Background: an optimization exercise with open tools, aiming at small area and a short achievable clock period. Do not read the settings as production practice. At most, simulation tests tie the RTL to the original design; equivalence was not proved. The RTL of runs 2 to 5 was laid out without a check of its function. No activity file was given, so power comes from the tool's default toggle rates.

==> flow/design.v (outline; a module is shown in full before it is edited, if it fits) <==
// module hb_sum: 1266 lines
// module hb_fa: 4 lines
// module hb_ha: 4 lines
// module hb_add19: 83 lines
// module hb_add20: 90 lines
// module hb_add22: 98 lines
// module hb_fin: 169 lines
// module hb_ha_n0: 4 lines
// module hb_ha_n1: 4 lines
// module hb_ha_nn: 4 lines
// module rate_ctl: 157 lines
module rate_ctl (
    input  wire               clk,
    input  wire               rst,         
    input  wire [1:0]         rate_sel,    
    input  wire               minphase,    
    input  wire               in_valid,
    input  wire signed [17:0] in_data,
    output reg                out_valid,
    output reg  signed [17:0] out_data
);
  // ...
==> flow/flow/run.sh <==
#!/bin/bash
# Layout flow: the standard ORFS flow with these changes:
#  - the port buffers are buf_4 cells instead of the resizer's default pick;
#  - timing repair aims for a setup slack of SETUP_SLACK_MARGIN ns (flow/margin.txt),
#    well above 0, so the design is sized for the shortest period it can reach.
#    The clock and the constraints are the standard flow's, unchanged;
#  - clock tree options from flow/cts_args.txt, if present.
# The make output goes to standard.log in the work folder; each ORFS step
# writes its own log under orfs/logs.
set -euo pipefail
cd "$(dirname "$0")/.."
export BUFFER_PORTS_ARGS="-buffer_cell sky130_fd_sc_hd__buf_4"
export SETUP_SLACK_MARGIN=$(cat flow/margin.txt)
if [[ -f flow/cts_args.txt ]]; then
  export CTS_ARGS="$(cat flow/cts_args.txt)"
fi
bash standard.sh > standard.log 2>&1
==> flow/flow/cts_args.txt <==
-sink_clustering_enable -repair_clock_nets -buf_list sky130_fd_sc_hd__clkbuf_8 -root_buf sky130_fd_sc_hd__clkbuf_16 -sink_clustering_size 14 -sink_clustering_max_diameter 60
==> flow/flow/margin.txt <==
14.88
==> flow/standard.sh <==
#!/bin/bash
# synth_recipe.tcl (not shown) runs the flow's synth.tcl, then flattens the netlist and writes it again
# the make line also repeats each setting of config.mk as NAME=value (left out here)
make -C /OpenROAD-flow-scripts/flow DESIGN_CONFIG=/design/flow/config.mk WORK_HOME=/design/flow/orfs CLKGATE_MAP_FILE= SYNTH_SCRIPT=/design/flow/synth_recipe.tcl "${@:-finish}"
==> flow/config.mk <==
export PLATFORM = sky130hd
export DESIGN_NAME = rate_ctl
export DESIGN_NICKNAME = rate_ctl
export VERILOG_FILES = /design/flow/design.v
export SDC_FILE = /design/flow/constraint.sdc
export NUM_CORES = 4
export LEC_CHECK = 0
export ABC_CLOCK_PERIOD_IN_PS = 5000
export CAP_MARGIN = 20
export CORE_MARGIN = 2
export CORE_UTILIZATION = 65
export CTS_BUF_LIST = sky130_fd_sc_hd__clkbuf_8
export CTS_CLUSTER_DIAMETER = 60
export CTS_CLUSTER_SIZE = 14
export PLACE_DENSITY = 0.75
export SLEW_MARGIN = 20
export SYNTH_HIERARCHICAL = 1
==> flow/constraint.sdc <==
create_clock -name core_clock -period 20.0 [get_ports {clk}]
set_input_delay 4.0000 -clock core_clock [delete_from_list [all_inputs] [get_ports {clk}]]
set_output_delay 4.0000 -clock core_clock [all_outputs]
set_load 0.01 [all_outputs]
==> out/qor.yml, run 1 <==
worst_setup_path:
  critPathLaunchType: "register"
  critical_path_class: "reg2out"
  endpoint_kind: "output pin"
  cpPeakStageDelay_ns: 0.37
  r2r_start: "cfgc[1]"
global_route:
  grt_pass1_wl_mm: 228
  antenna_found_initial: 12
  gr-usage-met3_pct: 11.6
placement:
  dp_cells: 4506
  io_buffer_count: 42
route:
  wl_met3_mm: 22.5
  antenna_left: 0
  vias_per_cell: 6.90
cts:
  holdBufCountCts: 0
  cts_resized: 25
  cts.clk_slew.worst_paths_ns: 0.08
  clock_path_buffers: 3
pwr:
  power_mw: 8.67
  power.share.sequential_pct: 33.4
  switching_power_mw: 3.54
  power_leader: "combinational cells"
  p_comb_mw: 4.52
final_layout:
  layout.cells.most_common: "edfxtp_1"
  final_util_pct: 69.7
  multiInputGateArea_sq_um: 21700
synth:
  synth_adder_area_share_pct: 22.4
  synth_common_cells: "edfxtp_1 (793), fa_1 (436), nand2_1 (288)"
  synth_most_common_cell: "edfxtp_1"
floorplanning:
  ios: 43
status:
  status: "no timing/DRC/antenna violations"
sta:
  period_share_pct: 25.6
  rsz0062_at_grt: "true"
==> module rate_ctl, before the edit <==
module rate_ctl (
    input  wire               clk,
    input  wire               rst,         
    input  wire [1:0]         rate_sel,    
    input  wire               minphase,    
    input  wire               in_valid,
    input  wire signed [17:0] in_data,
    output reg                out_valid,
    output reg  signed [17:0] out_data
);
    reg        [17:0] in_q;
    reg               iv_q;       
    reg        [1:0]  rs;         
    reg               cfgh;
    reg        [2:0]  cfgc;
    wire              cfg = cfgh;
    always @(posedge clk) begin
        in_q <= in_data;
        iv_q <= in_valid & ~rst;
        if (rst) cfgh <= minphase;
        cfgc <= {cfgc[1:0], minphase};
        rs   <= rate_sel;
    end
    reg               vB;
    reg        [1:0]  tB;
    reg        [35:0] P0, P1;      
    wire       [18:0] q;           
    wire              tie;         
    hb_fin u_fin (.P0(P0), .P1(P1), .q(q), .tie(tie));
    wire       [18:0] r   = {q[18:1], q[0] & ~tie};    
    wire       [17:0] y   = (r[18] != r[17]) ? {r[18], {17{~r[18]}}} : r[17:0];
    reg        [161:0] h1e;
    reg        [89:0]  h1o;
    reg                par1;
    reg        [3:0]   cnt1;      
    wire               push1 = iv_q & (rs != 2'd0);
    wire               iss1  = push1 & ~par1;
    wire               par1n = ~rst & (par1 ^ push1);
    wire               iss1n = in_valid & ~rst & (rate_sel != 2'd0) & ~par1n;
    always @(posedge clk) begin
        if (push1 & ~par1) h1e <= {h1e[143:0], in_q};
        if (push1 &  par1) h1o <= {h1o[71:0], in_q};
        if (rst) begin
            par1 <= 1'b0;
            cnt1 <= 4'd0;
        end else begin
            if (push1) par1 <= ~par1;
            if (iss1 & (cnt1 != 4'd9)) cnt1 <= cnt1 + 4'd1;
        end
    end
    wire               push2 = vB & (tB == 2'd1) & rs[1];
    wire               push3 = vB & (tB == 2'd2) & (rs == 2'd3);
    reg        [179:0] h2e, h3e;
    reg        [89:0]  h2o, h3o;
    reg                par2, par3;
    reg        [3:0]   cnt2, cnt3;
    reg                pend2, pend3;      
    reg                iss2, iss3;        
    wire               new2  = push2 & ~par2;
    wire               new3  = push3 & ~par3;
    wire               pend2n = (pend2 & ~iss2) | new2;
    wire               pend3n = (pend3 & ~iss3) | new3;
    always @(posedge clk) begin
        if (push2 & ~par2) h2e <= {h2e[161:0], y};
        if (push2 &  par2) h2o <= {h2o[71:0], y};
        if (push3 & ~par3) h3e <= {h3e[161:0], y};
        if (push3 &  par3) h3o <= {h3o[71:0], y};
        if (rst) begin
            par2  <= 1'b0;
            par3  <= 1'b0;
            cnt2  <= 4'd0;
            cnt3  <= 4'd0;
            pend2 <= 1'b0;
            pend3 <= 1'b0;
            iss2  <= 1'b0;
            iss3  <= 1'b0;
        end else begin
            if (push2) par2 <= ~par2;
            if (push3) par3 <= ~par3;
            if (push2 & ~par2 & (cnt2 != 4'd10)) cnt2 <= cnt2 + 4'd1;
            if (push3 & ~par3 & (cnt3 != 4'd10)) cnt3 <= cnt3 + 4'd1;
            pend2 <= pend2n;
            pend3 <= pend3n;
            iss2  <= pend2n & ~iss1n;
            iss3  <= pend3n & ~iss1n & ~pend2n;
        end
    end
    wire [17:0] ve [0:9];
    wire [17:0] vo [0:4];
    genvar j;
    generate
        assign ve[0] = ({18{iss1}} & in_q) | ({18{iss2}} & h2e[17:0])
                     | ({18{iss3}} & h3e[17:0]);
        for (j = 1; j < 10; j = j + 1) begin : g_e
            assign ve[j] = ({18{iss1 & (cnt1 > j - 1)}} & h1e[18*(j-1) +: 18])
                         | ({18{iss2 & (cnt2 > j)}} & h2e[18*j +: 18])
                         | ({18{iss3 & (cnt3 > j)}} & h3e[18*j +: 18]);
        end
        for (j = 0; j < 5; j = j + 1) begin : g_o
            assign vo[j] = ({18{iss1 & (cnt1 > j)}} & h1o[18*j +: 18])
                         | ({18{iss2 & (cnt2 > j + 1)}} & h2o[18*j +: 18])
                         | ({18{iss3 & (cnt3 > j + 1)}} & h3o[18*j +: 18]);
        end
    endgenerate
    wire signed [19:0] a1 = cfg ? {vo[2], 2'b00} : {{2{ve[0][17]}}, ve[0]};
    wire signed [17:0] b1 = cfg ? 18'd0 : ve[9];
    wire signed [18:0] a2 = cfg ? {ve[3], 1'b0} : {ve[1][17], ve[1]};
    wire signed [17:0] b2 = cfg ? 18'd0 : ve[8];
    wire signed [20:0] a3 = cfg ? {ve[1], 3'b000} : {{3{ve[2][17]}}, ve[2]};
    wire signed [18:0] b3 = cfg ? {ve[2], 1'b0} : {ve[7][17], ve[7]};
    wire signed [17:0] a4 = cfg ? ve[0] : ve[3];
    wire signed [17:0] b4 = cfg ? vo[1] : ve[6];
    wire signed [17:0] a5 = cfg ? vo[0] : ve[4];
    wire signed [17:0] b5 = cfg ? 18'd0 : ve[5];
    wire signed [19:0] x1;
    wire signed [18:0] x2, x4, x5;
    wire signed [21:0] x3;
    hb_add20 u_a1 (.a(a1), .b({{2{b1[17]}}, b1}), .s(x1));
    hb_add19 u_a2 (.a(a2), .b({b2[17], b2}), .s(x2));
    hb_add22 u_a3 (.a({a3[20], a3}), .b({{3{b3[18]}}, b3}), .s(x3));
    hb_add19 u_a4 (.a({a4[17], a4}), .b({b4[17], b4}), .s(x4));
    hb_add19 u_a5 (.a({a5[17], a5}), .b({b5[17], b5}), .s(x5));
    reg               vA;
    reg        [1:0]  tA;
    reg signed [19:0] X1;
    reg signed [18:0] X2, X4, X5;
    reg signed [21:0] X3;
    reg signed [17:0] X6;
    always @(posedge clk) begin
        X1 <= x1;
        X2 <= x2;
        X3 <= x3;
        X4 <= x4;
        X5 <= x5;
        X6 <= cfg ? 18'd0 : vo[4];
        tA <= iss1 ? 2'd1 : iss2 ? 2'd2 : 2'd3;
        if (rst) vA <= 1'b0;
        else     vA <= iss1 | iss2 | iss3;
    end
    wire [35:0] T0, T1;
    hb_sum u_sum (.cfg(cfgc), .X1(X1), .X2(X2), .X3(X3), .X4(X4), .X5(X5),
                  .X6(X6), .P0(T0), .P1(T1));
    always @(posedge clk) begin
        P0 <= T0;
        P1 <= T1;
        tB <= tA;
        if (rst) vB <= 1'b0;
        else     vB <= vA;
    end
    wire              res = vB & (tB == rs);
    always @(posedge clk) begin
        if (rst)              out_valid <= 1'b0;
        else if (rs == 2'd0)  out_valid <= iv_q;
        else                  out_valid <= res;
        out_data <= (rs == 2'd0) ? in_q : y;
    end
endmodule
==> run 2: changes to the inputs <==
--- a/flow/design.v
+++ b/flow/design.v
@@ -1,10 +1,10 @@
 module hb_sum (
-    input  wire [2:0] cfg,
+    input  wire [3:0] cfg,
     input  wire [19:0] X1,
     input  wire [18:0] X2,
     input  wire [21:0] X3,
     input  wire [18:0] X4,
     input  wire [18:0] X5,
     input  wire [17:0] X6,
     output wire [35:0] P0,
     output wire [35:0] P1
@@ -52,45 +52,45 @@
     wire w40 = cfg[0] ? X5[1] : X5[0];
     wire w41 = cfg[0] ? X3[1] : X3[2];
     wire w42 = cfg[0] ? X2[7] : X3[8];
     wire w43 = cfg[0] ? X5[4] : X5[6];
     wire w44 = cfg[0] ? X1[8] : X5[8];
     wire w45 = cfg[0] | X4[7];
     wire w46 = cfg[0] | X4[2];
     wire w47 = cfg[0] | X4[0];
-    wire w48 = cfg[0] ? X5[2] : X5[1];
-    wire w49 = cfg[0] ? X3[1] : X3[3];
-    wire w50 = cfg[0] ? X3[2] : X3[9];
-    wire w51 = cfg[0] ? X2[1] : X2[0];
-    wire w52 = cfg[0] ? X2[8] : X1[0];
-    wire w53 = cfg[0] ? X5[5] : X5[7];
-    wire w54 = cfg[0] ? X4[0] : X5[9];
-    wire w55 = cfg[0] ? X1[9] : X4[1];
-    wire w56 = cfg[0] ? X1[2] : ~X4[3];
-    wire w57 = cfg[0] | X4[8];
-    wire w58 = cfg[0] ? X5[3] : X5[2];
-    wire w59 = cfg[0] ? X3[2] : X3[4];
-    wire w60 = cfg[0] ? X3[3] : X3[10];
-    wire w61 = cfg[0] ? X2[2] : X1[1];
-    wire w62 = cfg[0] ? X5[6] : X5[8];
-    wire w63 = cfg[0] ? X4[1] : X5[10];
-    wire w64 = cfg[0] ? X1[10] : X4[2];
-    wire w65 = cfg[0] ? X2[9] : ~X4[4];
-    wire w66 = cfg[0] ? X1[3] : ~X4[9];
-    wire w67 = cfg[0] ? X5[4] : X5[0];
-    wire w68 = cfg[0] ? X3[3] : X5[3];
-    wire w69 = cfg[0] ? X3[4] : X3[5];
-    wire w70 = cfg[0] ? X2[3] : X3[11];
-    wire w71 = cfg[0] ? X5[7] : X5[9];
-    wire w72 = cfg[0] ? X4[2] : X5[11];
-    wire w73 = cfg[0] ? X1[11] : X4[3];
-    wire w74 = cfg[0] ? X2[10] : ~X4[5];
-    wire w75 = cfg[0] ? X1[4] : ~X4[10];
-    wire w76 = cfg[0] | X2[0];
+    wire w48 = cfg[1] ? X5[2] : X5[1];
+    wire w49 = cfg[1] ? X3[1] : X3[3];
+    wire w50 = cfg[1] ? X3[2] : X3[9];
+    wire w51 = cfg[1] ? X2[1] : X2[0];
+    wire w52 = cfg[1] ? X2[8] : X1[0];
+    wire w53 = cfg[1] ? X5[5] : X5[7];
+    wire w54 = cfg[1] ? X4[0] : X5[9];
+    wire w55 = cfg[1] ? X1[9] : X4[1];
+    wire w56 = cfg[1] ? X1[2] : ~X4[3];
+    wire w57 = cfg[1] | X4[8];
+    wire w58 = cfg[1] ? X5[3] : X5[2];
+    wire w59 = cfg[1] ? X3[2] : X3[4];
+    wire w60 = cfg[1] ? X3[3] : X3[10];
+    wire w61 = cfg[1] ? X2[2] : X1[1];
+    wire w62 = cfg[1] ? X5[6] : X5[8];
+    wire w63 = cfg[1] ? X4[1] : X5[10];
+    wire w64 = cfg[1] ? X1[10] : X4[2];
+    wire w65 = cfg[1] ? X2[9] : ~X4[4];
+    wire w66 = cfg[1] ? X1[3] : ~X4[9];
+    wire w67 = cfg[1] ? X5[4] : X5[0];
+    wire w68 = cfg[1] ? X3[3] : X5[3];
+    wire w69 = cfg[1] ? X3[4] : X3[5];
+    wire w70 = cfg[1] ? X2[3] : X3[11];
+    wire w71 = cfg[1] ? X5[7] : X5[9];
+    wire w72 = cfg[1] ? X4[2] : X5[11];
+    wire w73 = cfg[1] ? X1[11] : X4[3];
+    wire w74 = cfg[1] ? X2[10] : ~X4[5];
+    wire w75 = cfg[1] ? X1[4] : ~X4[10];
+    wire w76 = cfg[1] | X2[0];
     wire w77 = cfg[1] ? X5[5] : X5[1];
     wire w78 = cfg[1] ? X3[4] : X5[4];
     wire w79 = cfg[1] ? X3[5] : X3[0];
     wire w80 = cfg[1] ? X2[4] : X3[6];
     wire w81 = cfg[1] ? X2[11] : X3[12];
     wire w82 = cfg[1] ? X5[8] : X5[10];
     wire w83 = cfg[1] ? X4[3] : X5[12];
     wire w84 = cfg[1] ? X1[12] : X4[4];
@@ -144,69 +144,69 @@
     wire w132 = cfg[1] ? X3[10] : X3[11];
     wire w133 = cfg[1] ? X2[9] : X3[17];
     wire w134 = cfg[1] ? X5[13] : X5[15];
     wire w135 = cfg[1] ? X4[8] : X5[17];
     wire w136 = cfg[1] ? X1[17] : X4[9];
     wire w137 = cfg[1] ? X2[16] : ~X4[11];
     wire w138 = cfg[1] ? X1[10] : ~X4[16];
     wire w139 = cfg[1] | X2[6];
-    wire w140 = cfg[1] ? X5[11] : X6[2];
-    wire w141 = cfg[1] ? X4[3] : X5[7];
-    wire w142 = cfg[1] ? X3[10] : X5[10];
-    wire w143 = cfg[1] ? X3[11] : X5[18];
-    wire w144 = cfg[1] ? X2[10] : X3[12];
-    wire w145 = cfg[1] ? X2[17] : X3[18];
-    wire w146 = cfg[1] ? X5[14] : X5[16];
-    wire w147 = cfg[1] ? X4[9] : X4[10];
-    wire w148 = cfg[1] ? X1[18] : X4[12];
-    wire w149 = cfg[1] ? X1[11] : ~X4[17];
-    wire w150 = cfg[1] | X2[7];
-    wire w151 = cfg[1] ? X5[12] : X6[3];
-    wire w152 = cfg[1] ? X4[4] : X5[8];
-    wire w153 = cfg[1] ? X3[11] : X5[11];
-    wire w154 = cfg[1] ? X3[12] : X4[18];
-    wire w155 = cfg[1] ? X2[11] : X3[13];
-    wire w156 = cfg[1] ? X1[12] : X3[19];
-    wire w157 = cfg[1] ? X5[15] : X5[17];
-    wire w158 = cfg[1] ? X4[10] : X4[11];
-    wire w159 = cfg[1] ? X2[18] : X4[13];
-    wire w160 = cfg[1] ? X1[19] : ~X2[8];
-    wire w161 = cfg[1] ? X5[13] : X6[4];
-    wire w162 = cfg[1] ? X4[5] : X5[9];
-    wire w163 = cfg[1] ? X3[12] : X5[12];
-    wire w164 = cfg[1] ? X3[13] : X5[18];
-    wire w165 = cfg[1] ? X2[12] : X3[14];
-    wire w166 = cfg[1] ? X1[13] : X3[20];
-    wire w167 = cfg[1] ? X5[16] : X4[12];
-    wire w168 = cfg[1] ? X4[11] : X4[14];
-    wire w169 = cfg[1] | X2[9];
-    wire w170 = cfg[1] ? X5[14] : X6[5];
-    wire w171 = cfg[1] ? X4[6] : X5[10];
-    wire w172 = cfg[1] ? X3[13] : X5[13];
-    wire w173 = cfg[1] ? X3[14] : X3[15];
-    wire w174 = cfg[1] ? X5[17] : X4[13];
-    wire w175 = cfg[1] ? X4[12] : X4[15];
-    wire w176 = cfg[1] ? X2[13] : ~X3[21];
-    wire w177 = cfg[1] ? X1[14] : ~X2[10];
-    wire w178 = cfg[1] ? X5[15] : X6[6];
-    wire w179 = cfg[1] ? X5[18] : X5[11];
-    wire w180 = cfg[1] ? X4[7] : X5[14];
-    wire w181 = cfg[1] ? X3[14] : X3[16];
-    wire w182 = cfg[1] ? X4[13] : X4[14];
-    wire w183 = cfg[1] ? X3[15] : ~X4[16];
-    wire w184 = cfg[1] ? X2[14] : ~X2[11];
-    wire w185 = cfg[1] & X1[15];
-    wire w186 = cfg[1] ? X5[16] : X6[7];
-    wire w187 = cfg[1] ? X4[8] : X5[12];
-    wire w188 = cfg[1] ? X3[15] : X5[15];
-    wire w189 = cfg[1] ? X3[16] : X3[17];
-    wire w190 = cfg[1] ? X4[14] : X4[15];
-    wire w191 = cfg[1] ? X2[15] : ~X4[17];
-    wire w192 = cfg[1] ? X1[16] : ~X2[12];
+    wire w140 = cfg[2] ? X5[11] : X6[2];
+    wire w141 = cfg[2] ? X4[3] : X5[7];
+    wire w142 = cfg[2] ? X3[10] : X5[10];
+    wire w143 = cfg[2] ? X3[11] : X5[18];
+    wire w144 = cfg[2] ? X2[10] : X3[12];
+    wire w145 = cfg[2] ? X2[17] : X3[18];
+    wire w146 = cfg[2] ? X5[14] : X5[16];
+    wire w147 = cfg[2] ? X4[9] : X4[10];
+    wire w148 = cfg[2] ? X1[18] : X4[12];
+    wire w149 = cfg[2] ? X1[11] : ~X4[17];
+    wire w150 = cfg[2] | X2[7];
+    wire w151 = cfg[2] ? X5[12] : X6[3];
+    wire w152 = cfg[2] ? X4[4] : X5[8];
+    wire w153 = cfg[2] ? X3[11] : X5[11];
+    wire w154 = cfg[2] ? X3[12] : X4[18];
+    wire w155 = cfg[2] ? X2[11] : X3[13];
+    wire w156 = cfg[2] ? X1[12] : X3[19];
+    wire w157 = cfg[2] ? X5[15] : X5[17];
+    wire w158 = cfg[2] ? X4[10] : X4[11];
+    wire w159 = cfg[2] ? X2[18] : X4[13];
+    wire w160 = cfg[2] ? X1[19] : ~X2[8];
+    wire w161 = cfg[2] ? X5[13] : X6[4];
+    wire w162 = cfg[2] ? X4[5] : X5[9];
+    wire w163 = cfg[2] ? X3[12] : X5[12];
+    wire w164 = cfg[2] ? X3[13] : X5[18];
+    wire w165 = cfg[2] ? X2[12] : X3[14];
+    wire w166 = cfg[2] ? X1[13] : X3[20];
+    wire w167 = cfg[2] ? X5[16] : X4[12];
+    wire w168 = cfg[2] ? X4[11] : X4[14];
+    wire w169 = cfg[2] | X2[9];
+    wire w170 = cfg[2] ? X5[14] : X6[5];
+    wire w171 = cfg[2] ? X4[6] : X5[10];
+    wire w172 = cfg[2] ? X3[13] : X5[13];
+    wire w173 = cfg[2] ? X3[14] : X3[15];
+    wire w174 = cfg[2] ? X5[17] : X4[13];
+    wire w175 = cfg[2] ? X4[12] : X4[15];
+    wire w176 = cfg[2] ? X2[13] : ~X3[21];
+    wire w177 = cfg[2] ? X1[14] : ~X2[10];
+    wire w178 = cfg[2] ? X5[15] : X6[6];
+    wire w179 = cfg[2] ? X5[18] : X5[11];
+    wire w180 = cfg[2] ? X4[7] : X5[14];
+    wire w181 = cfg[2] ? X3[14] : X3[16];
+    wire w182 = cfg[2] ? X4[13] : X4[14];
+    wire w183 = cfg[2] ? X3[15] : ~X4[16];
+    wire w184 = cfg[2] ? X2[14] : ~X2[11];
+    wire w185 = cfg[2] & X1[15];
+    wire w186 = cfg[2] ? X5[16] : X6[7];
+    wire w187 = cfg[2] ? X4[8] : X5[12];
+    wire w188 = cfg[2] ? X3[15] : X5[15];
+    wire w189 = cfg[2] ? X3[16] : X3[17];
+    wire w190 = cfg[2] ? X4[14] : X4[15];
+    wire w191 = cfg[2] ? X2[15] : ~X4[17];
+    wire w192 = cfg[2] ? X1[16] : ~X2[12];
     wire w193 = cfg[2] ? X5[17] : X6[8];
     wire w194 = cfg[2] ? X4[9] : X5[13];
     wire w195 = cfg[2] ? X3[16] : X5[16];
     wire w196 = cfg[2] ? X3[17] : X4[18];
     wire w197 = cfg[2] ? X2[16] : X3[18];
     wire w198 = cfg[2] ? X4[15] : X4[16];
     wire w199 = cfg[2] ? X1[17] : ~X2[13];
     wire w200 = cfg[2] ? X4[10] : X6[9];
@@ -217,30 +217,30 @@
     wire w205 = cfg[2] ? X4[16] : X2[14];
     wire w206 = cfg[2] & X1[18];
     wire w207 = cfg[2] ? X4[11] : X6[10];
     wire w208 = cfg[2] ? X3[18] : X5[15];
     wire w209 = cfg[2] ? X3[19] : X4[18];
     wire w210 = cfg[2] ? X4[17] : X5[18];
     wire w211 = cfg[2] ? X2[18] : X2[15];
     wire w212 = cfg[2] ? X1[19] : ~X3[20];
-    wire w213 = cfg[2] ? X4[12] : X6[11];
-    wire w214 = cfg[2] ? X4[18] : X5[16];
-    wire w215 = cfg[2] ? X3[19] : ~X3[21];
-    wire w216 = cfg[2] ? X3[20] : ~X2[16];
-    wire w217 = cfg[2] ? X4[13] : X6[12];
-    wire w218 = cfg[2] ? X3[20] : X5[17];
-    wire w219 = cfg[2] ? X3[21] : X2[17];
-    wire w220 = cfg[2] ? X4[14] : X6[13];
-    wire w221 = cfg[2] ? X3[21] : X5[18];
-    wire w222 = ~cfg[2] & X2[18];
-    wire w223 = cfg[2] ? X4[15] : X6[14];
-    wire w224 = cfg[2] ? X4[16] : X6[15];
-    wire w225 = cfg[2] ? X4[17] : X6[16];
-    wire w226 = cfg[2] ? X4[18] : X6[17];
+    wire w213 = cfg[3] ? X4[12] : X6[11];
+    wire w214 = cfg[3] ? X4[18] : X5[16];
+    wire w215 = cfg[3] ? X3[19] : ~X3[21];
+    wire w216 = cfg[3] ? X3[20] : ~X2[16];
+    wire w217 = cfg[3] ? X4[13] : X6[12];
+    wire w218 = cfg[3] ? X3[20] : X5[17];
+    wire w219 = cfg[3] ? X3[21] : X2[17];
+    wire w220 = cfg[3] ? X4[14] : X6[13];
+    wire w221 = cfg[3] ? X3[21] : X5[18];
+    wire w222 = ~cfg[3] & X2[18];
+    wire w223 = cfg[3] ? X4[15] : X6[14];
+    wire w224 = cfg[3] ? X4[16] : X6[15];
+    wire w225 = cfg[3] ? X4[17] : X6[16];
+    wire w226 = cfg[3] ? X4[18] : X6[17];
     wire w227 = ~w1;
     wire w228 = ~w4;
     wire w229 = ~w5;
     wire w230 = ~w7;
     wire w231 = ~w10;
     wire w232 = ~w11;
     wire w233 = ~w13;
     wire w234 = ~w14;
@@ -388,17 +388,17 @@
     hb_fa f344 (.a(X1[17]), .b(X1[9]), .c(X2[14]), .s(s344), .co(c344));
     wire s345, c345;
     hb_fa f345 (.a(X2[9]), .b(X3[14]), .c(X3[16]), .s(s345), .co(c345));
     wire s346, c346;
     hb_fa f346 (.a(X3[6]), .b(X5[3]), .c(X5[6]), .s(s346), .co(c346));
     wire s347, c347;
     hb_fa f347 (.a(X5[8]), .b(~X1[14]), .c(~X4[14]), .s(s347), .co(c347));
     wire s348, c348;
-    hb_fa f348 (.a(~X4[5]), .b(~X4[7]), .c(~cfg[1]), .s(s348), .co(c348));
+    hb_fa f348 (.a(~X4[5]), .b(~X4[7]), .c(~cfg[2]), .s(s348), .co(c348));
     wire s349, c349;
     hb_fa f349 (.a(w140), .b(w141), .c(w142), .s(s349), .co(c349));
     wire s350, c350;
     hb_ha h350 (.a(w143), .b(w144), .s(s350), .co(c350));
     wire s351, c351;
     hb_fa f351 (.a(X1[10]), .b(X1[18]), .c(X2[10]), .s(s351), .co(c351));
     wire s352, c352;
     hb_fa f352 (.a(X2[15]), .b(X3[15]), .c(X3[17]), .s(s352), .co(c352));
@@ -414,17 +414,17 @@
     hb_fa f357 (.a(X1[11]), .b(X2[11]), .c(X2[16]), .s(s357), .co(c357));
     wire s358, c358;
     hb_fa f358 (.a(X3[16]), .b(X3[18]), .c(X3[8]), .s(s358), .co(c358));
     wire s359, c359;
     hb_fa f359 (.a(X5[10]), .b(X5[5]), .c(X5[8]), .s(s359), .co(c359));
     wire s360, c360;
     hb_fa f360 (.a(~X1[16]), .b(~X1[19]), .c(~X4[16]), .s(s360), .co(c360));
     wire s361, c361;
-    hb_fa f361 (.a(~X4[7]), .b(~X4[9]), .c(~cfg[1]), .s(s361), .co(c361));
+    hb_fa f361 (.a(~X4[7]), .b(~X4[9]), .c(~cfg[2]), .s(s361), .co(c361));
     wire s362, c362;
     hb_ha h362 (.a(w161), .b(w162), .s(s362), .co(c362));
     wire s363, c363;
     assign s363 = ~(X1[12] ^ X2[12]);
     assign c363 = X1[12] | X2[12];
     wire s364, c364;
     hb_fa f364 (.a(X2[17]), .b(X3[17]), .c(X3[19]), .s(s364), .co(c364));
     wire s365, c365;
@@ -447,31 +447,31 @@
     hb_ha h373 (.a(X3[11]), .b(X3[19]), .s(s373), .co(c373));
     wire s374, c374;
     hb_fa f374 (.a(X1[7]), .b(X2[4]), .c(X3[4]), .s(s374), .co(c374));
     wire s375, c375;
     hb_fa f375 (.a(X1[8]), .b(X2[5]), .c(X3[5]), .s(s375), .co(c375));
     wire s376, c376;
     hb_fa f376 (.a(X3[7]), .b(~X1[5]), .c(~X4[5]), .s(s376), .co(c376));
     wire s377, c377;
-    hb_ha h377 (.a(cfg[0]), .b(w48), .s(s377), .co(c377));
+    hb_ha h377 (.a(cfg[1]), .b(w48), .s(s377), .co(c377));
     wire s378, c378;
     hb_fa f378 (.a(X1[9]), .b(X2[1]), .c(X2[6]), .s(s378), .co(c378));
     wire s379, c379;
     hb_fa f379 (.a(X3[6]), .b(X3[8]), .c(X5[0]), .s(s379), .co(c379));
     wire s380, c380;
     hb_fa f380 (.a(~X1[6]), .b(~X4[6]), .c(w58), .s(s380), .co(c380));
     wire s381, c381;
     hb_ha h381 (.a(w59), .b(w60), .s(s381), .co(c381));
     wire s382, c382;
     hb_fa f382 (.a(X2[7]), .b(X3[7]), .c(X3[9]), .s(s382), .co(c382));
     wire s383, c383;
     hb_fa f383 (.a(X5[1]), .b(~X1[7]), .c(~X4[0]), .s(s383), .co(c383));
     wire s384, c384;
-    hb_fa f384 (.a(~X4[7]), .b(cfg[0]), .c(w67), .s(s384), .co(c384));
+    hb_fa f384 (.a(~X4[7]), .b(cfg[1]), .c(w67), .s(s384), .co(c384));
     wire s385, c385;
     hb_fa f385 (.a(w68), .b(w69), .c(w70), .s(s385), .co(c385));
     wire s386, c386;
     hb_fa f386 (.a(w267), .b(w74), .c(w75), .s(s386), .co(c386));
     wire s387, c387;
     hb_fa f387 (.a(~X1[8]), .b(~X4[1]), .c(~X4[8]), .s(s387), .co(c387));
     wire s388, c388;
     hb_fa f388 (.a(~cfg[1]), .b(s318), .c(w77), .s(s388), .co(c388));
@@ -826,17 +826,17 @@
     hb_fa f561 (.a(w214), .b(w215), .c(w216), .s(s561), .co(c561));
     wire s562, c562;
     hb_fa f562 (.a(c470), .b(c471), .c(s473), .s(s562), .co(c562));
     wire s563, c563;
     hb_fa f563 (.a(X3[16]), .b(X5[13]), .c(X5[16]), .s(s563), .co(c563));
     wire s564, c564;
     hb_fa f564 (.a(~X1[19]), .b(~X4[15]), .c(~X4[17]), .s(s564), .co(c564));
     wire s565, c565;
-    hb_fa f565 (.a(~X5[18]), .b(cfg[2]), .c(w217), .s(s565), .co(c565));
+    hb_fa f565 (.a(~X5[18]), .b(cfg[3]), .c(w217), .s(s565), .co(c565));
     wire s566, c566;
     hb_ha h566 (.a(w218), .b(w312), .s(s566), .co(c566));
     wire s567, c567;
     assign s567 = ~(X3[17] ^ X4[18]);
     assign c567 = X3[17] | X4[18];
     wire s568, c568;
     hb_fa f568 (.a(X5[14]), .b(X5[17]), .c(~X4[16]), .s(s568), .co(c568));
     wire s569, c569;
@@ -1733,60 +1733,62 @@
     input  wire signed [17:0] in_data,
     output reg                out_valid,
     output reg  signed [17:0] out_data
 );
     reg        [17:0] in_q;
     reg               iv_q;       
     reg        [1:0]  rs;         
     reg               cfgh;
-    reg        [2:0]  cfgc;
+    reg        [3:0]  cfgc;
     wire              cfg = cfgh;
     always @(posedge clk) begin
         in_q <= in_data;
         iv_q <= in_valid & ~rst;
         if (rst) cfgh <= minphase;
-        cfgc <= {cfgc[1:0], minphase};
+        cfgc <= {cfgc[2:0], minphase};
         rs   <= rate_sel;
     end
     reg               vB;
     reg        [1:0]  tB;
     reg        [35:0] P0, P1;      
     wire       [18:0] q;           
     wire              tie;         
     hb_fin u_fin (.P0(P0), .P1(P1), .q(q), .tie(tie));
     wire       [18:0] r   = {q[18:1], q[0] & ~tie};    
     wire       [17:0] y   = (r[18] != r[17]) ? {r[18], {17{~r[18]}}} : r[17:0];
-    reg        [161:0] h1e;
+    reg        [179:0] h1e;
     reg        [89:0]  h1o;
     reg                par1;
-    reg        [3:0]   cnt1;      
+    reg        [3:0]   cnt1;
+    reg                j1;
     wire               push1 = iv_q & (rs != 2'd0);
-    wire               iss1  = push1 & ~par1;
-    wire               par1n = ~rst & (par1 ^ push1);
-    wire               iss1n = in_valid & ~rst & (rate_sel != 2'd0) & ~par1n;
+    wire               new1  = push1 & ~par1;
     always @(posedge clk) begin
-        if (push1 & ~par1) h1e <= {h1e[143:0], in_q};
+        if (push1 & ~par1) h1e <= {h1e[161:0], in_q};
         if (push1 &  par1) h1o <= {h1o[71:0], in_q};
         if (rst) begin
             par1 <= 1'b0;
             cnt1 <= 4'd0;
+            j1   <= 1'b0;
         end else begin
             if (push1) par1 <= ~par1;
-            if (iss1 & (cnt1 != 4'd9)) cnt1 <= cnt1 + 4'd1;
+            if (push1 & ~par1 & (cnt1 != 4'd10)) cnt1 <= cnt1 + 4'd1;
+            j1   <= new1;
         end
     end
     wire               push2 = vB & (tB == 2'd1) & rs[1];
     wire               push3 = vB & (tB == 2'd2) & (rs == 2'd3);
     reg        [179:0] h2e, h3e;
     reg        [89:0]  h2o, h3o;
     reg                par2, par3;
     reg        [3:0]   cnt2, cnt3;
     reg                pend2, pend3;      
     reg                iss2, iss3;        
+    wire               iss1  = j1;
     wire               new2  = push2 & ~par2;
     wire               new3  = push3 & ~par3;
     wire               pend2n = (pend2 & ~iss2) | new2;
     wire               pend3n = (pend3 & ~iss3) | new3;
     always @(posedge clk) begin
         if (push2 & ~par2) h2e <= {h2e[161:0], y};
         if (push2 &  par2) h2o <= {h2o[71:0], y};
         if (push3 & ~par3) h3e <= {h3e[161:0], y};
@@ -1802,33 +1804,31 @@
             iss3  <= 1'b0;
         end else begin
             if (push2) par2 <= ~par2;
             if (push3) par3 <= ~par3;
             if (push2 & ~par2 & (cnt2 != 4'd10)) cnt2 <= cnt2 + 4'd1;
             if (push3 & ~par3 & (cnt3 != 4'd10)) cnt3 <= cnt3 + 4'd1;
             pend2 <= pend2n;
             pend3 <= pend3n;
-            iss2  <= pend2n & ~iss1n;
-            iss3  <= pend3n & ~iss1n & ~pend2n;
+            iss2  <= pend2n & ~new1;
+            iss3  <= pend3n & ~new1 & ~pend2n;
         end
     end
     wire [17:0] ve [0:9];
     wire [17:0] vo [0:4];
     genvar j;
     generate
-        assign ve[0] = ({18{iss1}} & in_q) | ({18{iss2}} & h2e[17:0])
-                     | ({18{iss3}} & h3e[17:0]);
-        for (j = 1; j < 10; j = j + 1) begin : g_e
-            assign ve[j] = ({18{iss1 & (cnt1 > j - 1)}} & h1e[18*(j-1) +: 18])
+        for (j = 0; j < 10; j = j + 1) begin : g_e
+            assign ve[j] = ({18{iss1 & (cnt1 > j)}} & h1e[18*j +: 18])
                          | ({18{iss2 & (cnt2 > j)}} & h2e[18*j +: 18])
                          | ({18{iss3 & (cnt3 > j)}} & h3e[18*j +: 18]);
         end
         for (j = 0; j < 5; j = j + 1) begin : g_o
-            assign vo[j] = ({18{iss1 & (cnt1 > j)}} & h1o[18*j +: 18])
+            assign vo[j] = ({18{iss1 & (cnt1 > j + 1)}} & h1o[18*j +: 18])
                          | ({18{iss2 & (cnt2 > j + 1)}} & h2o[18*j +: 18])
                          | ({18{iss3 & (cnt3 > j + 1)}} & h3o[18*j +: 18]);
         end
     endgenerate
     wire signed [19:0] a1 = cfg ? {vo[2], 2'b00} : {{2{ve[0][17]}}, ve[0]};
     wire signed [17:0] b1 = cfg ? 18'd0 : ve[9];
     wire signed [18:0] a2 = cfg ? {ve[3], 1'b0} : {ve[1][17], ve[1]};
     wire signed [17:0] b2 = cfg ? 18'd0 : ve[8];
==> flow/flow/margin.txt (replaced) <==
15.0
==> out/qor.yml, run 2 <==
placement:
  place.gp.congestion: 1.01
  dpl-instance-area_sq_um: 53700
  hpwl_mm: 115
  io_buffer_count: 42  # unchanged
floorplanning:
  ios: 43  # unchanged
  die_w_um: 290
  core_sq_um: 80700
  start_util_pct: 65.9
  die_h_um: 290
  std_cell_rows: 104
  die_area_sq_um: 84100
sta:
  finalHoldViolCount: 0
  rsz0062_at_grt: "true"
  max_slew_margin_pct: 18.7
  hold-worst-slack_ns: 0.338
  max_freq_mhz: 195
  tightestPinTransition_ns: 1.21
  slew_viol_final: 0
  setup_viol_count_final: 0
  tns_ns: 0
  period_share_pct: 25.7  # +0.029 points
  min_period_ns: 5.13
  skew_ns: 0.0522
worst_setup_path:
  critPathTopFamily: "flip-flops"
  arrival_ns: 1.13
  crit_buf_inv: 1
  cp.required_ns: 16.00
  critical_path_class: "reg2out"
  crit_end: "out_data[0]"
  reg2reg_to: "X3[13]"
  crit_fanout: 1
  r2r_start: "cnt3[2]"
  r2r_setup_slack_ns: 15.04
  r2r_cells: 13
  endpoint_kind: "output pin"
  cp.depth: 1
  startpoint: "out_data[0]"
  cp_cell_sequence: "buf_6"
  critPathSlowestCell: "dfxtp_4"
  cpPeakStageDelay_ns: 0.37  # about the same
  critPathLaunchType: "register"
route:
  vias_per_cell: 6.80  # -1.5%
  antenna_left: 0  # unchanged
  wl_per_cell_um: 33.4
  routed_wl_mm: 156
  first_iter_violations: 5196
  num_vias: 31800
  drc: 0
  drtPass1Iterations: 11
synth:
  synth_top_family_by_area: "adder cells"
  synth_most_common_cell: "edfxtp_1"
  syn_area_sq_um: 53100
  synth_adder_area_share_pct: 22.0  # -0.42 points
  ys_types: 84
  synth_edf_count: 811
  yosys.area.top_type: "edfxtp_1"
  synth_common_cells: "edfxtp_1 (811), fa_1 (436), dfxtp_1 (259)"
  ys.flop_type: "edfxtp_1"
  syn_area_per_cell_sq_um: 14.8
  synth.area.top_cells: "edfxtp_1 (46%), fa_1 (16%), dfxtp_1 (9.8%), ha_1 (5.6%), a222oi_1 (2.6%)"
  syn_inst: 3595
  synth-compound-area-share_pct: 9.18
  async_flop_share_pct: 0
  ys_warn_count: 7
  muxShareOfSynthArea_pct: 3.04
  synth_top_area_share_pct: 45.8
  yosysSeqAreaShare_pct: 55.6
  synth-xor-area-share_pct: 1.12
  synth-simple-area-share_pct: 5.46
  synth_seq_cells: 1070
final_layout:
  reg_top3: "h1e: 180 flops, h2e: 180 flops, h3e: 180 flops"
  final_util_pct: 69.0  # -0.66 points
  nNetsFinal: 4241
  final_area_sq_um: 55700
  drive_above_1_share_pct: 9.53
  layout.cells.most_common: "edfxtp_1"
  final_cell_mix: "edfxtp_1 (811), fa_1 (436), ha_1 (238)"
  area_delta_synth_final_pct: 4.78
run:
  cap_violations: 0
hold_path:
  hold_path.class: "reg2reg"
global_route:
  grt_pass1_vias: 32600
  overflow: 0
  antenna_found_initial: 6  # -6
  grt_max_degree: 177
  grt_pass1_wl_mm: 226  # -1.0%
  grt_use_total_pct: 37.5
pwr:
  irDropWorstVdd_v: 0.000175
  power_mw: 7.12  # -18%
  p_leak_nw: 21.1
  cellPowerDensity_nw_per_um2: 128
cts:
  cts_tree: "done"
  cts.clk_slew.worst_paths_ns: 0.09  # about the same
  root_buffer: "clkbuf_16"
  cts_buffers: 91
  holdBufCountCts: 0  # unchanged
  insertion_delay_ns: 0.65
  clock-sinks: 1070
  htree_levels: 3
  clock_path_buffers: 3  # unchanged
status:
  status: "no timing/DRC/antenna violations"
-- run 2: cell types whose count changed after synthesis, sizes merged, moves of 21 or more --
cell / change
buf: +33
a221oi: -30
a222oi: +42
mux2i: +24
a31oi: -21
a21oi: -55
mux2: +22
a22oi: -43
nand3: +90
nand2: -73
-- run 2: routing by layer --
metal	up-vias	wire, um	global-route usage (%)	part of all wire, %
li1	13100	-	-	-
met1	16100	58400	53.0	37
met2	2320	73200	58.8	47
met3	282	19600	8.97	13
met4	4	5120	11.2	3.3
met5	-	21	0	0.013
-- run 2: through the flow --
step / instances / setup slack, ns
final: 4683 / 14.87
after global routing: 4682 / 14.84
after global placement: 4507 / 15.06
after CTS: 4679 / 14.85
after detailed placement: 4507 / 14.95
after floorplan: 3597 / 15.00
-- run 2: worst min-delay path by stage --
stage                      from     to  slack (ns)  cells after the start
after floorplan           tA[0]  tB[0]        0.31                      0
after CTS                 tA[1]  tB[1]        0.34                      0
after global routing      tA[1]  tB[1]        0.34                      0
after global placement    tA[0]  tB[0]        0.31                      0
after detailed placement  tA[1]  tB[1]        0.32                      0
final                     tA[1]  tB[1]        0.34                      0
-- run 2: cells by family after synthesis --
kind of cell / Yosys count
DFF: 1070
xor gates and xnor gates: 68
adders and majority gates: 674
muxes: 152
AOI/OAI and AO/OA: 641
other: 2
buffers and inverters: 352
and+or+nand+nor: 636
-- run 2: what timing repair did --
| action | CTS | global route |
|---|---|---|
| gates resized for setup | 36 | 8 |
| pin swaps | 0 | 2 |
| buffers inserted | 0 | 2 |
| endpoints found under the setup margin | 23 | 30 |
| gates cloned | 0 | 0 |
-- run 2: layout make-up --
class / instances / area [sq um]
Fill cell: 5215 / 25000
Clock buffer: 94 / 1400
Inverter: 123 / 462
Tap cell: 1060 / 1330
Clock inverter: 78 / 404
Timing Repair Buffer: 82 / 753
Sequential cell: 1070 / 29600
Multi-Input combinational cell: 2175 / 21800
Antenna cell: 1 / 2.50
-- run 2: modules after synthesis, one instance, submodules excluded --
module    times used  flops+latches  cell area [sq um]  cells inside
hb_add19           3              0                452            67
hb_add20           1              0                474            66
hb_add22           1              0                539            77
hb_fa            436              0               20.0             1
hb_fin             1              0                882           141
hb_ha            157              0               12.5             1
hb_sum             1              0               3050           493
rate_ctl           1           1070              36100          2024
-- run 2: power by group --
group	internal [mW]	switching (mW)
logic	1.21	1.85
clock network	0.497	0.735
registers	2.72	0.105
==> run 3: changes to the inputs <==
--- a/flow/config.mk
+++ b/flow/config.mk
@@ -5,7 +5,6 @@
 export SDC_FILE = /design/flow/constraint.sdc
 export NUM_CORES = 4
 export LEC_CHECK = 0
-export ABC_CLOCK_PERIOD_IN_PS = 5000
 export CAP_MARGIN = 20
 export CORE_MARGIN = 2
 export CORE_UTILIZATION = 65
==> out/qor.yml, run 3 <==
status:
  status: "no timing/DRC/antenna violations"
worst_setup_path:
  arrival_ns: 1.13  # about the same
  critPathSlowestCell: "dfxtp_4"
  critPathLaunchType: "register"
  r2r_setup_slack_ns: 15.04  # about the same
  critical_path_class: "reg2out"
  crit_fanout: 1  # unchanged
  crit_buf_inv: 1  # unchanged
  cp.required_ns: 16.00  # about the same
  endpoint_kind: "output pin"
  cp_cell_sequence: "buf_6"
  r2r_start: "cnt3[2]"
  r2r_cells: 13  # unchanged
  critPathTopFamily: "flip-flops"
  reg2reg_to: "X3[13]"
  cpPeakStageDelay_ns: 0.37  # about the same
synth:
  synth_seq_cells: 1070  # unchanged
  ys_types: 84  # unchanged
  ys_warn_count: 7  # unchanged
  synth.area.top_cells: "edfxtp_1 (46%), fa_1 (16%), dfxtp_1 (9.8%), ha_1 (5.6%), a222oi_1 (2.6%)"
  synth_most_common_cell: "edfxtp_1"
  synth_common_cells: "edfxtp_1 (811), fa_1 (436), dfxtp_1 (259)"
  syn_area_per_cell_sq_um: 14.8  # unchanged
  syn_inst: 3595  # unchanged
  synth_edf_count: 811  # unchanged
  yosysSeqAreaShare_pct: 55.6  # unchanged
  syn_area_sq_um: 53100  # unchanged
  ys.flop_type: "edfxtp_1"
  synth_top_area_share_pct: 45.8  # unchanged
  yosys.area.top_type: "edfxtp_1"
  async_flop_share_pct: 0  # unchanged
floorplanning:
  ios: 43  # unchanged
  die_h_um: 290  # unchanged
  die_area_sq_um: 84100  # unchanged
  start_util_pct: 65.9  # unchanged
  core_sq_um: 80700  # unchanged
  std_cell_rows: 104  # unchanged
  die_w_um: 290  # unchanged
hold_path:
  min_from: "tA[1]"
  hold_path.class: "reg2reg"
  hold_depth: 0  # unchanged
  holdPathEnd: "tB[1]"
cts:
  htree_levels: 3  # unchanged
  root_buffer: "clkbuf_16"
  insertion_delay_ns: 0.65  # about the same
  cts_buffers: 91  # unchanged
  cts.clk_slew.worst_paths_ns: 0.09  # about the same
  clock_path_buffers: 3  # unchanged
  cts_tree: "done"
  clock-sinks: 1070  # unchanged
final_layout:
  reg_top3: "h1e: 180 flops, h2e: 180 flops, h3e: 180 flops"
  layout.cells.most_common: "edfxtp_1"
  drive_above_1_share_pct: 9.53  # unchanged
  nNetsFinal: 4241  # unchanged
  area_delta_synth_final_pct: 4.78  # unchanged
  final_util_pct: 69.0  # unchanged
  final_cell_mix: "edfxtp_1 (811), fa_1 (436), ha_1 (238)"
  final_area_sq_um: 55700  # unchanged
sta:
  finalWorstSetupSlack_ns: 14.87  # unchanged
  tightestPinTransition_ns: 1.21  # unchanged
  tns_ns: 0  # unchanged
  slew_viol_final: 0  # unchanged
  max_slew_margin_pct: 18.7  # unchanged
  skew_ns: 0.0522  # unchanged
  finalHoldViolCount: 0  # unchanged
  max_freq_mhz: 195  # unchanged
  rsz0062_at_grt: "true"
  setup_viol_count_final: 0  # unchanged
  min_period_ns: 5.13  # unchanged
  hold-worst-slack_ns: 0.338  # unchanged
  period_share_pct: 25.7  # unchanged
route:
  first_iter_violations: 5196  # unchanged
  routed_wl_mm: 156  # unchanged
  drc: 0  # unchanged
  drtPass1Iterations: 11  # unchanged
  wl_per_cell_um: 33.4  # unchanged
  num_vias: 31800  # unchanged
  vias_per_cell: 6.80  # unchanged
  antenna_left: 0  # unchanged
pwr:
  irDropWorstVdd_v: 0.000175  # unchanged
  p_leak_nw: 21.1  # unchanged
  cellPowerDensity_nw_per_um2: 128  # unchanged
run:
  cap_violations: 0  # unchanged
global_route:
  grt_pass1_wl_mm: 226  # unchanged
  antenna_found_initial: 6  # unchanged
  grt_pass1_vias: 32600  # unchanged
  overflow: 0  # unchanged
  grt_use_total_pct: 37.5  # unchanged
  grt_max_degree: 177  # unchanged
placement:
  dpl-instance-area_sq_um: 53700  # unchanged
  io_buffer_count: 42  # unchanged
  place.gp.congestion: 1.01  # unchanged
  pre_cts_ws_ns: 14.95  # unchanged
  hpwl_mm: 115  # unchanged
run 3: area by class of cell:
| class | count | area [sq um] |
|---|---|---|
| Sequential cell | 1070 | 29600 |
| Fill cell | 5215 | 25000 |
| Multi-Input combinational cell | 2175 | 21800 |
| Clock buffer | 94 | 1400 |
| Tap cell | 1060 | 1330 |
| Timing Repair Buffer | 82 | 753 |
| Inverter | 123 | 462 |
| Clock inverter | 78 | 404 |
| Antenna cell | 1 | 2.50 |
run 3: report_power, final:
group	switching [mW]	leakage [nW]	internal (mW)	total, mW
clock network	0.735	1.13	0.497	1.23
logic	1.85	10.5	1.21	3.06
registers	0.105	9.49	2.72	2.83
total	2.69	21.1	4.43	7.12
run 3: cell families after synthesis:
logic type / Yosys count / synth area share (%)
mux: 152 / 3.04
flops: 1070 / 55.6
other cells: 2 / 0.0141
xor+xnor: 68 / 1.12
buf+inv: 352 / 3.58
compound gates: 641 / 9.18
fa+ha+maj: 674 / 22.0
simple gates: 636 / 5.46
run 3: modules after synthesis, one instance, submodules excluded:
module | times used | area (sq um)
hb_ha | 157 | 12.5
hb_fin | 1 | 882
hb_fa | 436 | 20.0
hb_sum | 1 | 3050
hb_add22 | 1 | 539
rate_ctl | 1 | 36100
hb_add19 | 3 | 452
hb_add20 | 1 | 474
run 3: worst max path at each step:
stage,start,endpoint,slack (ns),cells past startpoint
finish,out_data[0],out_data[0],14.87,1
global route,out_data[0],out_data[0],14.84,1
CTS,out_data[0],out_data[0],14.85,1
detailed placement,cfgc[1],P1[19],14.95,9
global placement,cfgc[1],P1[19],15.06,9
floorplan,rs[1],h2o[0],15.00,2
run 3: per-stage QoR:
stage               power, mW  cells
finish                   7.12   4683
global route             7.45   4682
CTS                      7.05   4679
detailed placement       5.79   4507
global placement         5.69   4507
floorplan                5.47   3597
run 3: repair_timing:
item | CTS | global route
setup buffers | 0 | 2
endpoints found under the setup margin | 23 | 30
hold buffers | 0 | 0
resized for setup | 36 | 8
pin swaps | 0 | 2
run 3: routing by layer:
metal	GRT usage (%)	vias up	wire, um
li1	-	13100	-
met1	53.0	16100	58400
met2	58.8	2320	73200
met3	8.97	282	19600
met4	11.2	4	5120
met5	0	-	21
==> run 4: changes to the inputs <==
==> flow/flow/margin.txt (replaced) <==
14.88
--- a/flow/config.mk
+++ b/flow/config.mk
@@ -5,6 +5,7 @@
 export SDC_FILE = /design/flow/constraint.sdc
 export NUM_CORES = 4
 export LEC_CHECK = 0
+export ABC_CLOCK_PERIOD_IN_PS = 5000
 export CAP_MARGIN = 20
 export CORE_MARGIN = 2
 export CORE_UTILIZATION = 65
==> out/qor.yml, run 4 <==
worst_setup_path:
  critical_path_class: "reg2out"
  cp_cell_sequence: "buf_6"
  crit_fanout: 1  # unchanged
  arrival_ns: 1.13  # about the same
  critPathSlowestCell: "dfxtp_4"
  cp.required_ns: 16.00  # about the same
  endpoint_kind: "output pin"
  critPathLaunchType: "register"
  critPathTopFamily: "flip-flops"
  r2r_setup_slack_ns: 14.98  # -0.06 ns
  reg2reg_to: "P1[20]"
  startpoint: "out_data[0]"
  r2r_start: "cfgc[2]"
  cpPeakStageDelay_ns: 0.37  # about the same
  crit_buf_inv: 1  # unchanged
  r2r_cells: 9  # -4
hold_path:
  min_from: "tA[1]"
  holdPathEnd: "tB[1]"
  hold_path.class: "reg2reg"
  hold_depth: 0  # unchanged
synth:
  synth_seq_cells: 1070  # unchanged
  synth_common_cells: "edfxtp_1 (811), fa_1 (436), dfxtp_1 (259)"
  yosysSeqAreaShare_pct: 55.6  # unchanged
  synth.area.top_cells: "edfxtp_1 (46%), fa_1 (16%), dfxtp_1 (9.8%), ha_1 (5.6%), a222oi_1 (2.6%)"
  synth_most_common_cell: "edfxtp_1"
  syn_area_sq_um: 53100  # unchanged
  ys_warn_count: 7  # unchanged
  ys_types: 84  # unchanged
  synth_edf_count: 811  # unchanged
  async_flop_share_pct: 0  # unchanged
  ys.flop_type: "edfxtp_1"
  syn_inst: 3595  # unchanged
  synth_top_area_share_pct: 45.8  # unchanged
  yosys.area.top_type: "edfxtp_1"
  syn_area_per_cell_sq_um: 14.8  # unchanged
sta:
  skew_ns: 0.0505  # -0.00170 ns
  tns_ns: 0  # unchanged
  finalWorstSetupSlack_ns: 14.87  # +0.00250 ns
  period_share_pct: 25.6  # about the same
  rsz0062_at_grt: "true"
  min_period_ns: 5.13  # -0.00250 ns
  finalHoldViolCount: 0  # unchanged
  tightestPinTransition_ns: 1.19  # -0.0178 ns
  max_slew_margin_pct: 19.9  # +1.2 points
  slew_viol_final: 0  # unchanged
  hold-worst-slack_ns: 0.339  # +0.00107 ns
  max_freq_mhz: 195  # about the same
  setup_viol_count_final: 0  # unchanged
placement:
  io_buffer_count: 42  # unchanged
  pre_cts_ws_ns: 14.95  # unchanged
  dp_cells: 4507  # unchanged
  hpwl_mm: 115  # unchanged
  dpl-instance-area_sq_um: 53700  # unchanged
  place.gp.congestion: 1.01  # unchanged
route:
  wl_per_cell_um: 33.3  # -0.12%
  drtPass1Iterations: 10  # -1
  routed_wl_mm: 156  # -0.14%
  first_iter_violations: 5263  # +1.3%
  vias_per_cell: 6.81  # +0.20%
  drc: 0  # unchanged
  antenna_left: 0  # unchanged
  num_vias: 31900  # +0.18%
pwr:
  irDropWorstVdd_v: 0.000175  # about the same
  cellPowerDensity_nw_per_um2: 128  # -0.17%
  power_mw: 7.10  # -0.33%
  p_leak_nw: 21.1  # -0.12%
final_layout:
  n_fill_cell: 5234  # +0.36%
  final_area_sq_um: 55600  # -0.16%
  nNetsFinal: 4240  # -0.024%
  drive_above_1_share_pct: 9.11  # -0.41 points
  layout.cells.most_common: "edfxtp_1"
  fin_cells: 4682  # -0.021%
  reg_top3: "h1e: 180 flops, h2e: 180 flops, h3e: 180 flops"
  area_delta_synth_final_pct: 4.61
  final_cell_mix: "edfxtp_1 (811), fa_1 (436), dfxtp_1 (250)"
  final_util_pct: 68.9  # -0.11 points
global_route:
  grt_use_total_pct: 37.5  # -0.039 points
  grt_pass1_wl_mm: 225  # about the same
  grt_pass1_vias: 32500  # -0.18%
  antenna_found_initial: 7  # +1
  overflow: 0  # unchanged
  grt_max_degree: 177  # unchanged
floorplanning:
  std_cell_rows: 104  # unchanged
  die_w_um: 290  # unchanged
  die_h_um: 290  # unchanged
  die_area_sq_um: 84100  # unchanged
  start_util_pct: 65.9  # unchanged
  core_sq_um: 80700  # unchanged
  ios: 43  # unchanged
cts:
  cts.clk_slew.worst_paths_ns: 0.09  # about the same
  insertion_delay_ns: 0.65  # about the same
  cts_buffers: 91  # unchanged
  clock_path_buffers: 3  # unchanged
  cts_tree: "done"
  htree_levels: 3  # unchanged
  root_buffer: "clkbuf_16"
  clock-sinks: 1070  # unchanged
run:
  cap_violations: 0  # unchanged
status:
  status: "no timing/DRC/antenna violations"
[run 4: cell counts after synthesis]
Identical to the previous run, type by type.
[run 4: cell type report]
cell class	instances	area, sq um	area share (%)
Sequential cell	1070	29600	53.2
Multi-Input combinational cell	2175	21800	39.2
Clock buffer	94	1400	2.51
Tap cell	1060	1330	2.39
Timing Repair Buffer	81	681	1.22
Inverter	123	462	0.831
Clock inverter	78	404	0.727
Antenna cell	1	2.50	0.00450
[run 4: layer usage]
| layer | routed length [um] | part of all wire [%] | GRT usage, % |
|---|---|---|---|
| met4 | 5370 | 3.4 | 11.2 |
| met1 | 59000 | 38 | 53.0 |
| met2 | 72600 | 46 | 58.6 |
| met5 | 48 | 0.031 | 0 |
| met3 | 19100 | 12 | 9.01 |
[run 4: kinds of logic (layout without fill, tap and decap cells)]
family / count (synthesis) / in the layout / share of synthesized area [%]
multiplexers: 152 / 152 / 3.04
buffers and inverters: 352 / 376 / 3.58
flip-flops: 1070 / 1070 / 55.6
AO/OA/AOI/OAI: 641 / 641 / 9.18
AND/OR/NAND/NOR: 636 / 636 / 5.46
adder cells (fa/ha/maj): 674 / 674 / 22.0
other: 2 / 5 / 0.0141
XOR/XNOR: 68 / 68 / 1.12
[run 4: worst max-delay path by stage]
stage / end / slack, ns / cells after the start
6_report: out_data[0] / 14.87 / 1
5_1_grt: out_data[0] / 14.84 / 1
3_5_place_dp: P1[19] / 14.95 / 9
3_3_place_gp: P1[19] / 15.06 / 9
2_1_floorplan: h2o[0] / 15.00 / 2
4_1_cts: out_data[0] / 14.85 / 1
[run 4: Yosys stat by module, one instance, submodules excluded]
module,times used,flip-flops and latches
hb_add20,1,0
hb_fin,1,0
rate_ctl,1,1070
hb_ha,157,0
hb_add22,1,0
hb_fa,436,0
hb_sum,1,0
hb_add19,3,0
[run 4: what timing repair did]
action | 4_1_cts | 5_1_grt
resized for setup | 6 | 6
setup endpoints to repair | 3 | 11
pin swaps | 0 | 1
hold buffers | 0 | 0
setup buffers | 0 | 1
[run 4: report_power, final]
part	switching (mW)	leakage (nW)	total, mW	internal (mW)
clock network	0.733	1.13	1.23	0.497
logic	1.84	10.5	3.05	1.20
registers	0.103	9.49	2.82	2.72
total	2.68	21.1	7.10	4.42
==> run 5: changes to the inputs <==
==> flow/flow/cts_args.txt (replaced) <==
-sink_clustering_enable -repair_clock_nets -buf_list sky130_fd_sc_hd__clkbuf_8 -root_buf sky130_fd_sc_hd__clkbuf_16 -tree_buf sky130_fd_sc_hd__clkbuf_16 -sink_clustering_size 14 -sink_clustering_max_diameter 60
==> flow/flow/margin.txt (replaced) <==
15.0
==> out/qor.yml, run 5 <==
status:
  status: "no timing/DRC/antenna violations"
final_layout:
  area_delta_synth_final_pct: 4.78
  nNetsFinal: 4241  # +0.024%
  reg_top3: "h1e: 180 flops, h2e: 180 flops, h3e: 180 flops"
  final_cell_mix: "edfxtp_1 (811), fa_1 (436), ha_1 (238)"
  drive_above_1_share_pct: 9.53  # +0.41 points
  n_fill_cell: 5215  # -0.36%
  layout.cells.most_common: "edfxtp_1"
  final_util_pct: 69.0  # +0.11 points
pwr:
  irDropWorstVdd_v: 0.000175  # about the same
  cellPowerDensity_nw_per_um2: 128  # +0.17%
  p_leak_nw: 21.1  # +0.12%
  power_mw: 7.12  # +0.33%
worst_setup_path:
  critical_path_class: "reg2out"
  endpoint_kind: "output pin"
  critPathTopFamily: "flip-flops"
  crit_fanout: 1  # unchanged
  cpPeakStageDelay_ns: 0.37  # about the same
  cp_cell_sequence: "buf_6"
  startpoint: "out_data[0]"
  critPathSlowestCell: "dfxtp_4"
  cp.required_ns: 16.00  # about the same
  r2r_start: "cnt3[2]"
  crit_buf_inv: 1  # unchanged
  arrival_ns: 1.13  # about the same
  critPathLaunchType: "register"
global_route:
  grt_max_degree: 177  # unchanged
  grt_pass1_wl_mm: 226  # about the same
  overflow: 0  # unchanged
  grt_use_total_pct: 37.5  # +0.039 points
  grt_pass1_vias: 32600  # +0.18%
  gr-usage-met3_pct: 8.97  # -0.038 points
  antenna_found_initial: 6  # -1
  grt_use_met2_pct: 58.8  # +0.15 points
  grt_busiest_layer: "met2"
  use_met1_pct: 53.0  # about the same
synth:
  ys.flop_type: "edfxtp_1"
  ys_types: 84  # unchanged
  synth_edf_count: 811  # unchanged
  syn_area_sq_um: 53100  # unchanged
  yosys.area.top_type: "edfxtp_1"
  synth_common_cells: "edfxtp_1 (811), fa_1 (436), dfxtp_1 (259)"
  synth_seq_cells: 1070  # unchanged
  syn_area_per_cell_sq_um: 14.8  # unchanged
  synth.area.top_cells: "edfxtp_1 (46%), fa_1 (16%), dfxtp_1 (9.8%), ha_1 (5.6%), a222oi_1 (2.6%)"
  async_flop_share_pct: 0  # unchanged
  synth_most_common_cell: "edfxtp_1"
  synth_top_area_share_pct: 45.8  # unchanged
  syn_inst: 3595  # unchanged
  yosysSeqAreaShare_pct: 55.6  # unchanged
  ys_warn_count: 7  # unchanged
sta:
  max_slew_margin_pct: 18.7  # -1.2 points
  skew_ns: 0.0522  # +0.00170 ns
  finalWorstSetupSlack_ns: 14.87  # -0.00250 ns
  slew_viol_final: 0  # unchanged
  tightestPinTransition_ns: 1.21  # +0.0178 ns
  finalHoldViolCount: 0  # unchanged
  period_share_pct: 25.7  # about the same
  rsz0062_at_grt: "true"
  tns_ns: 0  # unchanged
  min_period_ns: 5.13  # +0.00250 ns
  setup_viol_count_final: 0  # unchanged
  max_freq_mhz: 195  # about the same
placement:
  hpwl_mm: 115  # unchanged
  place.gp.congestion: 1.01  # unchanged
  pre_cts_ws_ns: 14.95  # unchanged
  io_buffer_count: 42  # unchanged
cts:
  root_buffer: "clkbuf_16"
  cts_tree: "done"
  clock-sinks: 1070  # unchanged
  holdBufCountCts: 0  # unchanged
  clock_path_buffers: 3  # unchanged
  htree_levels: 3  # unchanged
  insertion_delay_ns: 0.65  # about the same
  cts.clk_slew.worst_paths_ns: 0.09  # about the same
  cts_buffers: 91  # unchanged
hold_path:
  hold_path.class: "reg2reg"
  min_from: "tA[1]"
route:
  wl_per_cell_um: 33.4  # +0.12%
  drtPass1Iterations: 11  # +1
  vias_per_cell: 6.80  # -0.20%
  num_vias: 31800  # -0.18%
  first_iter_violations: 5196  # -1.3%
  antenna_left: 0  # unchanged
  drc: 0  # unchanged
  routed_wl_mm: 156  # +0.14%
floorplanning:
  ios: 43  # unchanged
  core_sq_um: 80700  # unchanged
  die_w_um: 290  # unchanged
  die_h_um: 290  # unchanged
  std_cell_rows: 104  # unchanged
  start_util_pct: 65.9  # unchanged
  die_area_sq_um: 84100  # unchanged
run:
  cap_violations: 0  # unchanged
-- run 5: cell types whose count changed in the layout (fill, tap and decap cells not counted), sizes merged --
cell  previous run  this run
buf             80        81
-- run 5: metal layers --
metal	share of wire (%)	up-vias
li1	-	13100
met1	37	16100
met2	47	2320
met3	13	282
met4	3.3	4
met5	0.013	-
-- run 5: worst paths after layout --
path | to | slack, ns | cells after the start
max | out_data[0] | 14.87 | 1
min | tB[1] | 0.34 | 0
max reg2reg | X3[13] | 15.04 | 13
min reg2reg | tB[1] | 0.34 | 0
-- run 5: per-stage QoR --
stage,instances,area (sq um),hold WS (ns)
finish,4683,55700,0.338
global route,4682,55700,0.341
CTS,4679,55600,0.338
detailed placement,4507,53700,0.321
global placement,4507,53700,0.314
floorplan,3597,53200,0.310
-- run 5: layout make-up --
cell class / count / area (sq um) / share of cell area (%)
flip-flops and latches: 1070 / 29600 / 53.1
multi-input cells: 2175 / 21800 / 39.1
clock buffers: 94 / 1400 / 2.51
well taps: 1060 / 1330 / 2.38
repair buffers: 82 / 753 / 1.35
inverters: 123 / 462 / 0.829
clock inverters: 78 / 404 / 0.726
diodes: 1 / 2.50 / 0.00449
-- run 5: cell families (layout without fill, tap and decap cells) --
group | Yosys count | after routing | share of synthesized area, %
DFF | 1070 | 1070 | 55.6
adders and majority gates | 674 | 674 | 22.0
AOI/OAI and AO/OA | 641 | 641 | 9.18
and+or+nand+nor | 636 | 636 | 5.46
buffers and inverters | 352 | 377 | 3.58
muxes | 152 | 152 | 3.04
xor gates and xnor gates | 68 | 68 | 1.12
other | 2 | 5 | 0.0141
-- run 5: what timing repair did --
action                                  4_1_cts  5_1_grt
gates cloned                                  0        0
buffers inserted                              0        2
gates resized for setup                      36        8
pin swaps                                     0        2
endpoints found under the setup margin       23       30
-- run 5: power breakdown --
part	switching, mW	leakage, nW	internal (mW)	total, mW
logic	1.85	10.5	1.21	3.06
registers	0.105	9.49	2.72	2.83
clock network	0.735	1.13	0.497	1.23
-- run 5: modules after synthesis (local to each module, per instance) --
module,flops+latches,cells inside,times used
hb_add22,0,77,1
rate_ctl,1070,2024,1
hb_add19,0,67,3
hb_sum,0,493,1
hb_fa,0,1,436
hb_fin,0,141,1
hb_ha,0,1,157
hb_add20,0,66,1

==> static timing again, ports no longer ideal <==
The results above use ideal ports. As a check the final layouts listed here were re-extracted and re-timed, cells and wires unchanged.
Step 1, drivers: a clkbuf_16 drives clk and a buf_2 each remaining input, both assumed.
Step 2 moves the port delays by t, midway between the first and last clock arrival at a register: inputs arrive t later, outputs are due t later. That takes back most of the time a late clock gives input paths.
Slacks: no drivers / after step 1 / after step 2; pairs: no drivers / after step 1.
| run | shift t [ns] | setup slack, ns | hold slack, ns | worst setup path at the end |
|---|---|---|---|---|
| run 1 | 0.693 | 14.873 / 14.803 / 14.998 | 0.352 / 0.352 / 0.352 | register to register |
| run 2 | 0.698 | 14.868 / 14.796 / 15.039 | 0.338 / 0.338 / 0.338 | register to register |
| run 3 | 0.698 | 14.868 / 14.796 / 15.039 | 0.338 / 0.338 / 0.338 | register to register |
| run 4 | 0.695 | 14.870 / 14.800 / 14.975 | 0.339 / 0.339 / 0.339 | register to register |
| run 5 | 0.698 | 14.868 / 14.796 / 15.039 | 0.338 / 0.338 / 0.338 | register to register |
After both steps every run listed still meets setup and hold.
